This is an optimization exercise on Yosys and OpenROAD, whose aim is small area, a short achievable clock period and few clock cycles, not a production implementation. The RTL was checked by simulation tests, not by an equivalence proof against the original design.

run 1:
==> flow/design.v (excerpt) <==
module d8_blend (
    input  wire        clk,
    input  wire        rst,         
    input  wire        in_valid,
    output wire        in_ready,
    input  wire        in_first,    
    input  wire        in_last,     
    input  wire [29:0] in_bg,       
    input  wire        in_lay,      
    input  wire        in_solid,    
    input  wire [2:0]  in_fmt,      
    input  wire [1:0]  in_mode,     
    input  wire [11:0] in_pa,       
    input  wire [31:0] in_pix,      
    output reg         out_valid,
    input  wire        out_ready,
    output reg  [29:0] out_pix      
);
Size in the first run: roughly 5700 cells after synthesis, about 44000 um2 of cells after synthesis.
clock: 25.0 ns
lec_check: 0
abc_area: 1
cap_margin: 20
core_margin: 2
core_utilization: 55
slew_margin: 20
standard.sh (not shown) runs the stock make flow with config.mk's settings and CLKGATE_MAP_FILE= SYNTH_SCRIPT=/design/flow/synth_recipe.tcl, a recipe that flattens the netlist after the stock synthesis.
==> flow/flow/run.sh <==
#!/bin/bash
# Own layout flow: the standard flow, with the timing repair aiming for a
# tighter setup margin than the design's 25 ns clock asks for, so that the
# achieved period shrinks. Constraints (clock period, I/O delays) unchanged.
export SETUP_SLACK_MARGIN=18.0
bash standard.sh > standard.log 2>&1
Testbench counts of run 1, summed over its fixed seeds: cycles 74,862.
[inputs] run 2 vs run 1
# run 1
export LEC_CHECK = 0
export ABC_AREA = 1
export CAP_MARGIN = 20
export CORE_MARGIN = 2
export CORE_UTILIZATION = 55
export SLEW_MARGIN = 20
create_clock -name core_clock -period 25.0 [get_ports {clk}]
# run 2
export LEC_CHECK = 0
export ABC_AREA = 1
export CAP_MARGIN = 20
export CORE_MARGIN = 2
export CORE_UTILIZATION = 55
export CTS_CLUSTER_DIAMETER = 100
export CTS_CLUSTER_SIZE = 30
export SLEW_MARGIN = 20
create_clock -name core_clock -period 25.0 [get_ports {clk}]
==> comparison <==
Going from run 1 to run 2, design area shrank by about 1.5%, proportion of cell area spent on the clock network moved down. Comparing run 2 and run 1, the higher worst slew slack as a fraction of its limit is on run 2. H-tree level count is lower on run 2. Run 2: flow completed, timing, DRC and antenna clean. Between run 2 and run 1, the time the final worst path needs with I/O delays and setup is lower for run 1. Run 1 → run 2: final-layout non-clock buffer area share comparable; final wirelength now smaller; count of clock-buffer cells in the layout shows a reduction of 42. Going from run 1 to run 2, the count of fill cells added during filler insertion was found to have gone up by 32.
Here is what was changed in the inputs of run 3 compared with run 2.
--- a/flow/flow/run.sh
+++ b/flow/flow/run.sh
@@ -3,4 +3,4 @@
 # tighter setup margin than the design's 25 ns clock asks for, so that the
 # achieved period shrinks. Constraints (clock period, I/O delays) unchanged.
-export SETUP_SLACK_MARGIN=18.0
+export SETUP_SLACK_MARGIN=18.3
 bash standard.sh > standard.log 2>&1
==> comparison <==
Run 3 reached the final stage; the timing, design-rule and antenna checks on its layout passed. Final critical delay including setup and external delays ended up 170 ps lower on run 3 than on run 2. From run 2 to run 3 the numbers moved as follows: sequential share of cell area lower; hold slack roughly the same. | biggest fanout along the worst timing path | run 3 vs run 2 | 24 lower |. Changes observed in run 3 relative to run 2: via count of the first global-routing pass flat, total via count after detailed routing grew by 623, synthesis-to-layout area growth went up 2.6 points. NOTE first-pass GRT wire length run 2->run 3 decreased slightly. The run showing the smaller setup slack is run 2.
Inputs modified between run 3 and run 4:
# run 3
export LEC_CHECK = 0
export ABC_AREA = 1
export CAP_MARGIN = 20
export CORE_MARGIN = 2
export CORE_UTILIZATION = 55
export CTS_CLUSTER_DIAMETER = 100
export CTS_CLUSTER_SIZE = 30
export SLEW_MARGIN = 20
create_clock -name core_clock -period 25.0 [get_ports {clk}]
# run 4
export LEC_CHECK = 0
export ABC_AREA = 1
export CAP_MARGIN = 20
export CORE_MARGIN = 2
export CORE_UTILIZATION = 55
export SLEW_MARGIN = 20
create_clock -name core_clock -period 25.0 [get_ports {clk}]
Run 4 closes out successfully: all stages finished, all timing, DRC and antenna checks passed.
Run 4 ends up with a via count of the first global-routing pass that is 307 higher than in run 3.
Cmp run 4 and run 3 / global-route usage over all layers / higher: run 4
Total clock buffers created by CTS of run 4 exceeds that of run 3 by more than half.
Lower final worst setup slack goes to run 3 over run 4.
The worst slack on hold paths of run 4 was inferior to that of run 3.

what the ideal ports hide:
The flow's constraints put no driver on any port. The routed layouts listed below were extracted and timed again, unchanged, in two steps.
Step 1, drivers: a clkbuf_16 drives clk and a buf_2 each remaining input, both assumed.
Step 2, shift: input delay + t, output delay - t, t = (earliest + latest rising clock arrival at the registers) / 2. This alone moves slack from input paths to output paths.
Three values: no drivers, after step 1, after step 2; two values: the first two.
run | shift t [ns] | setup slack, ns | clock arrival spread, ns | worst data-port slew with drivers (ns)
run 1 | 0.671 | 18.184 / 18.115 / 17.623 | 0.022 / 0.022 | 0.06
run 2 | 0.666 | 18.133 / 18.063 / 17.595 | 0.038 / 0.038 | 0.07
run 3 | 0.675 | 18.302 / 18.229 / 17.832 | 0.026 / 0.026 | 0.07
run 4 | 0.672 | 18.316 / 18.245 / 17.830 | 0.055 / 0.055 | 0.07
After both steps every run listed still meets setup and hold. For run 1, which loses most, drivers alone change the setup slack by -0.069 ns; drivers and shift together by -0.561 ns.
